Context: an optimization exercise on an open-source flow, tuned for small area, a short achievable clock period and few clock cycles. The choices shown serve that exercise and are no tape-out recipe.
Only simulation tests tie the RTL to the original design; equivalence was not proved.
No activity file was given, so power comes from the tool's default toggle rates.

### flow/config.mk
export PLATFORM = sky130hd
export DESIGN_NAME = hyb_encoder
export DESIGN_NICKNAME = hyb_encoder
export VERILOG_FILES = /design/flow/design.v
export SDC_FILE = /design/flow/constraint.sdc
export NUM_CORES = 4
export LEC_CHECK = 0
export CAP_MARGIN = 20
export CORE_MARGIN = 2
export CORE_UTILIZATION = 40
export SLEW_MARGIN = 20
### flow/constraint.sdc
create_clock -name core_clock -period 10.0 [get_ports {clk}]
set_input_delay 2.0000 -clock core_clock [delete_from_list [all_inputs] [get_ports {clk}]]
set_output_delay 2.0000 -clock core_clock [all_outputs]
set_load 0.01 [all_outputs]
### flow/design.v
module hyb_encoder (
    input  wire        clk,
    input  wire        rst,
    input  wire [19:0] cfg_knee0,        
    input  wire [19:0] cfg_knee1,        
    input  wire [19:0] cfg_knee2,        
    input  wire [2:0]  cfg_log2_s,       
    input  wire [25:0] cfg_period_ns,    
    input  wire [4:0]  cfg_width,        
    input  wire        cfg_dither_en,    
    input  wire        cfg_colour_rot,   
    input  wire [1:0]  cfg_fc,           
    input  wire        in_valid,
    output wire        in_ready,
    input  wire [19:0] in_p,
    input  wire [3:0]  in_trim,          
    input  wire [1:0]  in_colour,
    input  wire        in_x0,            
    input  wire        in_y0,            
    output reg         out_valid,
    output reg  [7:0]  out_a,
    output reg  [16:0] out_h,
    output reg  [9:0]  lad_addr,         
    input  wire [19:0] lad_rdata
);
    localparam [2:0] S_IDLE  = 3'd0,
                     S_ADDR  = 3'd1,    
                     S_CMP   = 3'd2,    
                     S_FETCH = 3'd3,    
                     S_LOAD  = 3'd4,    
                     S_DIV   = 3'd5,
                     S_DONE  = 3'd6;
    reg [2:0]  state;
    reg [19:0] p_r;
    reg [1:0]  col_r;
    reg [1:0]  phi_r;
    reg [2:0]  k_r;           
    reg [19:0] key_r;         
    reg        pass_r;        
    reg [7:0]  m_r;           
    reg [2:0]  bit_r;         
    reg [7:0]  n_r;           
    reg [7:0]  a_r;
    reg [19:0] l_r;           
    reg [38:0] num_r;         
    reg [19:0] rem_r;
    reg [18:0] q_r;
    reg [5:0]  cnt_r;
    assign in_ready = (state == S_IDLE);
    wire accept = in_valid && in_ready;
    reg [19:0] kc_raw;
    always @(*) begin
        case (in_colour)
            2'd0:    kc_raw = cfg_knee0;
            2'd1:    kc_raw = cfg_knee1;
            default: kc_raw = cfg_knee2;
        endcase
    end
    wire [19:0] kc = (kc_raw < 20'h01000) ? 20'h01000 :
                     (kc_raw > 20'h30000) ? 20'h30000 : kc_raw;
    wire signed [4:0]  trim_s  = {in_trim[3], in_trim};
    wire signed [25:0] tk      = trim_s * $signed({1'b0, kc});
    wire signed [25:0] tk_sh   = tk >>> 5;
    wire        [19:0] knee_k  = kc + tk_sh[19:0];
    wire [2:0] k_req = (cfg_log2_s == 3'd7) ? 3'd6 : cfg_log2_s;
    reg  [2:0] k_use;
    integer j;
    always @(*) begin
        k_use = 3'd0;
        for (j = 1; j <= 6; j = j + 1)
            if (j <= k_req && {6'd0, cfg_period_ns} >= (32'd130208 << j))
                k_use = j[2:0];
    end
    reg [1:0] m_dith;
    always @(*) begin
        case ({in_y0, in_x0})
            2'b00: m_dith = 2'd0;
            2'b01: m_dith = 2'd2;
            2'b10: m_dith = 2'd3;
            default: m_dith = 2'd1;
        endcase
    end
    wire [1:0] cr  = cfg_colour_rot ? in_colour : 2'd0;
    wire [1:0] phi = cfg_dither_en ? (m_dith + cfg_fc + cr) : 2'd0;
    wire [4:0] width = (cfg_width > 5'd16) ? 5'd16 : cfg_width;
    wire [6:0] wphi  = width * phi_r;
    wire [8:0] f_sum = {1'b0, n_r} + {4'd0, wphi[6:2]};
    wire [7:0] floor_f = f_sum[8] ? 8'd255 : f_sum[7:0];
    wire [7:0] cand  = m_r | (8'd1 << bit_r);
    wire [7:0] probe = cand - 8'd1;
    wire [7:0] a_sel = (floor_f > a_r) ? floor_f : a_r;
    always @(*) begin
        if (state == S_FETCH)
            lad_addr = {col_r, a_sel};
        else
            lad_addr = {col_r, probe};
    end
    wire [20:0] rem_sh  = {rem_r, num_r[38]};
    wire [20:0] rem_sub = rem_sh - {1'b0, l_r};
    wire        q_bit   = ~rem_sub[20];
    wire [18:0] h4   = q_r;
    wire [19:0] h4_r = {1'b0, h4} + (cfg_dither_en ? {18'd0, phi_r} : 20'd2);
    always @(posedge clk) begin
        if (rst) begin
            state     <= S_IDLE;
            out_valid <= 1'b0;
            col_r     <= 2'd0;
            m_r       <= 8'd0;
            bit_r     <= 3'd7;
        end else begin
            out_valid <= 1'b0;
            case (state)
                S_IDLE: begin
                    if (accept) begin
                        p_r    <= in_p;
                        col_r  <= in_colour;
                        phi_r  <= phi;
                        k_r    <= k_use;
                        key_r  <= knee_k;
                        pass_r <= 1'b0;
                        m_r    <= 8'd0;
                        bit_r  <= 3'd7;
                        if (in_p == 20'd0) begin
                            a_r   <= 8'd0;
                            q_r   <= 19'd0;
                            state <= S_DONE;
                        end else begin
                            state <= S_ADDR;
                        end
                    end
                end
                S_ADDR: begin
                    state    <= S_CMP;
                end
                S_CMP: begin
                    if (lad_rdata < key_r)
                        m_r <= cand;
                    if (bit_r != 3'd0) begin
                        bit_r <= bit_r - 3'd1;
                        state <= S_ADDR;
                    end else if (!pass_r) begin
                        n_r    <= (lad_rdata < key_r) ? cand : m_r;
                        key_r  <= p_r;
                        pass_r <= 1'b1;
                        m_r    <= 8'd0;
                        bit_r  <= 3'd7;
                        state  <= S_ADDR;
                    end else begin
                        a_r   <= (lad_rdata < key_r) ? cand : m_r;
                        state <= S_FETCH;
                    end
                end
                S_FETCH: begin
                    a_r   <= a_sel;
                    state <= S_LOAD;
                end
                S_LOAD: begin
                    l_r   <= lad_rdata;
                    num_r <= ({19'd0, p_r} << (5'd12 + {2'd0, k_r})) + {20'd0, lad_rdata[19:1]};
                    rem_r <= 20'd0;
                    q_r   <= 19'd0;
                    cnt_r <= 6'd0;
                    state <= S_DIV;
                end
                S_DIV: begin
                    if (q_bit)
                        rem_r <= rem_sub[19:0];
                    else
                        rem_r <= rem_sh[19:0];
                    num_r <= {num_r[37:0], 1'b0};
                    q_r   <= {q_r[17:0], q_bit};
                    cnt_r <= cnt_r + 6'd1;
                    if (cnt_r == 6'd38)
                        state <= S_DONE;
                end
                S_DONE: begin
                    out_valid <= 1'b1;
                    out_a     <= a_r;
                    out_h     <= h4_r[18:2];
                    state     <= S_IDLE;
                end
                default: state <= S_IDLE;
            endcase
        end
    end
endmodule
### flow/run.sh
#!/bin/bash
# synth_recipe.tcl (not shown) runs the flow's synth.tcl, then flattens the netlist and writes it again
# the make line also repeats each setting of config.mk as NAME=value (left out here)
make -C /OpenROAD-flow-scripts/flow DESIGN_CONFIG=/design/flow/config.mk WORK_HOME=/design/flow/orfs CLKGATE_MAP_FILE= SYNTH_SCRIPT=/design/flow/synth_recipe.tcl finish
==> impl_metrics.csv <==
group,metric,value,unit
run_status,status,"no timing/DRC/antenna violations",
drt,num_vias,13414,
power,clkPwrFrac,0.321,
drt,ant_nets,0,
layout,final_cell_mix,"nor2_1 (201), edfxtp_1 (191), clkdlybuf4s50_1 (179)",
layout,syn_to_final_growth,27.2,%
synth,synth_edf_count,191,
grt,antenna_found_initial,1,
cts,htree_levels,1,
drt,drc_errors,0,
worst_setup_path,cpPeakStageDelay,0.55,ns
grt,use_met2,0.320,
grt,overflow,0,
worst_setup_path,rr_worst_depth,29,
worst_setup_path,crit_fanout,15,
drt,vias_per_cell,5.26,
worst_setup_path,rr_startpoint,"phi_r[1]$_SDFFCE_PN0P_",
power,finalPower,2.80,mW
cts,root_buffer,"clkbuf_16",
cts,cts_tree,"yes",
layout,nets,2340,
drt,drt_iter0_markers,575,
timing,max_freq,104,MHz
worst_setup_path,r2r_setup_slack,4.67,ns
drt,drt_pre_antenna_iters,5,
grt,grtUsageTotal,0.184,
place,place.gp.congestion,0.843,
power,peakVddDrop,0.000107,V
timing,finalCriticalPeriod,9.61,ns
synth,async_reset_ff_frac,0,
place,hpwlAfterDp,32.0,mm
hold_path,hp-class,"flop to flop",
worst_setup_path,reg2reg_to,"a_r[7]$_DFFE_PP_",
worst_setup_path,cp-end-kind,"flop",
synth,synthDistinctLibCells,79,
timing,worst_slew_pin_slew,0.976,ns
synth,ys_seq_elements,208,
synth,syn-cell-area,16500,sq um
cts,cts_buffers,23,
timing,rsz0062_at_grt,"false",
worst_setup_path,worstPathArrival,9.89,ns
grt,use_met1,0.245,
cts,clk_pin_slew,0.07,ns
worst_setup_path,critPathKind,"primary input to flop",
timing,slew_viol_final,0,
power,p_switching,0.824,mW
die,die_h,207,microns
place,place_inst,2503,
power,p_comb_frac,0.316,
grt,top_usage_layer,"met2",
synth,yosysWarnings,1,
timing,period_share,0.961,
layout,layout-drive-gt1-share,0.133,
cts,clk_path_buf_depth,3,
timing,hold_viol,0,
synth,synth_top_area_frac,0.348,
hold_path,min_to,"col_r[1]$_SDFFE_PP0P_",
synth,syn_area_per_cell,9.70,sq um
cts,insertion_delay,0.54,ns
synth,ys_seq_area_frac,0.369,
hold_path,worstHoldStart,"col_r[1]$_SDFFE_PP0P_",
drt,detail_route.wl_per_cell,15.9,microns
die,core,40700,sq um
place,portBuffers,179,
synth,yosys-top-cells-area,"edfxtp_1 (35%), ha_1 (11%), fa_1 (5.1%)",
synth,synthFlopType,"edfxtp_1",
power,power.density,134,nW/um^2
grt,grt_pass1_vias,13175,
die,ioPinCount,186,
worst_setup_path,crit_required,10.28,ns
power,power.internal,1.98,mW
worst_setup_path,slowest_stage,"fa_1",
die,initial_core_util,0.405,
die,dieArea,42900,sq um
worst_setup_path,setup.worst_path.start_class,"primary input",
layout,finalNonFillerCells,2549,
grt,grt_pass1_wl,65.9,mm
run,max-cap-violations,0,
power,leakage,8.86,nW
hold_path,min_path_cells,2,
die,die_w,207,microns
cts,cts.sinks,208,
synth,synth.largest_area_cell,"edfxtp_1",
timing,fin_skew,0.0188,ns
power,p_sw_frac,0.294,
grt,grt_max_degree,66,
drt,drt-total-wl,40.5,mm
cts,postCtsHoldBufs,0,
layout,final_common_cell,"nor2_1",
grt,grt_use_met3,0.0173,
timing,finalSetupViolCount,0,
power,p_seq_frac,0.363,
die,core.rowCount,74,
synth,synth_cells,1700,
timing,slew_headroom,0.346,
[through the flow]
| stage | worst slack (ns) | TNS, ns | area (sq um) | util | hold slack (ns) |
|---|---|---|---|---|---|
| after floorplan | 0.0394 | 0 | 16600 | - | 0.449 |
| after global placement | -0.384 | -1.52 | 19800 | 0.487 | 0.446 |
| after detailed placement | -0.512 | -2.08 | 19800 | 0.487 | 0.448 |
| after CTS | 0.0565 | 0 | 20600 | 0.507 | 0.455 |
| after global routing | 0.00142 | 0 | 21000 | 0.515 | 0.479 |
| final | 0.387 | 0 | 21000 | 0.515 | 0.453 |
[sequential cells by signal (all words and copies together), names as in the netlist, 6 cells and up]
signal / cells
m_r: 8
num_r: 39
key_r: 20
out_a: 8
cnt_r: 6
q_r: 19
a_r: 8
out_h: 17
rem_r: 20
n_r: 8
p_r: 20
l_r: 20
[routing by layer]
| layer | vias up | routed length, microns |
|---|---|---|
| met1 | 6315 | 18500 |
| met5 | - | 0 |
| li1 | 6750 | - |
| met2 | 294 | 19400 |
| met4 | 0 | 996 |
| met3 | 55 | 1610 |
[synthesized netlist by cell type (11+ instances only)]
| cell type | count |
|---|---|
| a21oi_1 | 130 |
| nand2b_1 | 22 |
| nor4_1 | 16 |
| xor2_1 | 44 |
| o21a_1 | 11 |
| a211oi_1 | 19 |
| edfxtp_1 | 191 |
| and2_1 | 23 |
| nand3_1 | 37 |
| inv_1 | 96 |
| or2_2 | 14 |
| a21o_1 | 31 |
| nand4_1 | 13 |
| clkbuf_1 | 43 |
| xnor2_1 | 59 |
| a21boi_0 | 12 |
| dfxtp_1 | 17 |
| nor3_1 | 49 |
| or3_1 | 15 |
| mux2i_1 | 62 |
| ha_1 | 150 |
| nor2b_1 | 16 |
| nor2_1 | 212 |
| o31ai_1 | 19 |
| fa_1 | 42 |
| o21bai_1 | 11 |
| o21ai_0 | 62 |
| nand2_1 | 124 |
| buf_1 | 11 |
| and3_1 | 27 |
[repair_timing]
action	4_1_cts	5_1_grt
setup endpoints to repair	0	14
endpoints found under the hold margin	0	0
resized for setup	0	67
buffers inserted	0	2
[how the worst max path moves through the flow]
stage / endpoint / slack [ns] / start
after floorplan: key_r[19]$_DFFE_PP_ / 0.04 / in_colour[1]
after global placement: key_r[19]$_DFFE_PP_ / -0.38 / in_colour[0]
after detailed placement: key_r[19]$_DFFE_PP_ / -0.51 / in_colour[0]
after CTS: key_r[19]$_DFFE_PP_ / 0.06 / in_colour[0]
after global routing: key_r[19]$_DFFE_PP_ / 0.001 / in_colour[0]
final: key_r[19]$_DFFE_PP_ / 0.39 / in_colour[0]
[cells by family after synthesis]
family                   share of synthesized area
AND/OR/NAND/NOR                              0.171
AO/OA/AOI/OAI                                0.139
flip-flops                                   0.369
adder cells (fa/ha/maj)                      0.165
buffers and inverters                       0.0383
XOR/XNOR                                    0.0547
multiplexers                                0.0620
other                                     0.000456
[power groups by stage]
| stage | logic [mW] | registers [mW] | clock network [mW] |
|---|---|---|---|
| after floorplan | 0.515 | 1.02 | 0 |
| after global routing | 0.992 | 1.02 | 0.957 |
| after global placement | 0.809 | 1.04 | 0 |
| after CTS | 0.833 | 1.02 | 0.923 |
| after detailed placement | 0.827 | 1.04 | 0 |
| final | 0.884 | 1.02 | 0.900 |
[worst max-delay path, delay by kind of cell]
kind            cells  cell delay, ns
simple gates       12            2.05
fa+ha+maj           5            1.90
compound gates      7            1.87
buf+inv             7            1.31
mux                 3            0.66
xor+xnor            1            0.08
[layout make-up]
class | count | area [sq um]
Fill cell | 3810 | 19800
Multi-Input combinational cell | 1352 | 10200
Sequential cell | 208 | 6080
Timing Repair Buffer | 317 | 2880
Tap cell | 532 | 666
Clock buffer | 24 | 579
Inverter | 97 | 364
Clock inverter | 18 | 223
Antenna cell | 1 | 2.50
Testbench counts, summed over its fixed seeds: cycles 292,105.

port drivers added, routing unchanged:
No port has a modelled driver above. Below, the same layout with a new extraction and two added sets of constraints. Step 1 sets driving cells, clkbuf_16 on the clock port and buf_2 on the other inputs (assumed; they add their load-dependent delay and slew). Step 2 also shifts input and output timing later by t, the mid clock arrival at the registers, as if the neighbouring blocks saw the same clock. Slacks: no drivers / after step 1 / after step 2; pairs: no drivers / after step 1.
shift t [ns]: 0.583
setup WS [ns]: 0.387 / 0.383 / -0.184
worst register clock-pin slew, ns: 0.07 / 0.07
worst slew at a driven data input, ns: 0.08
Met with ideal ports but missed after step 2: setup timing in this run. For this run, drivers alone change the setup slack by -0.004 ns; drivers and shift together by -0.571 ns.
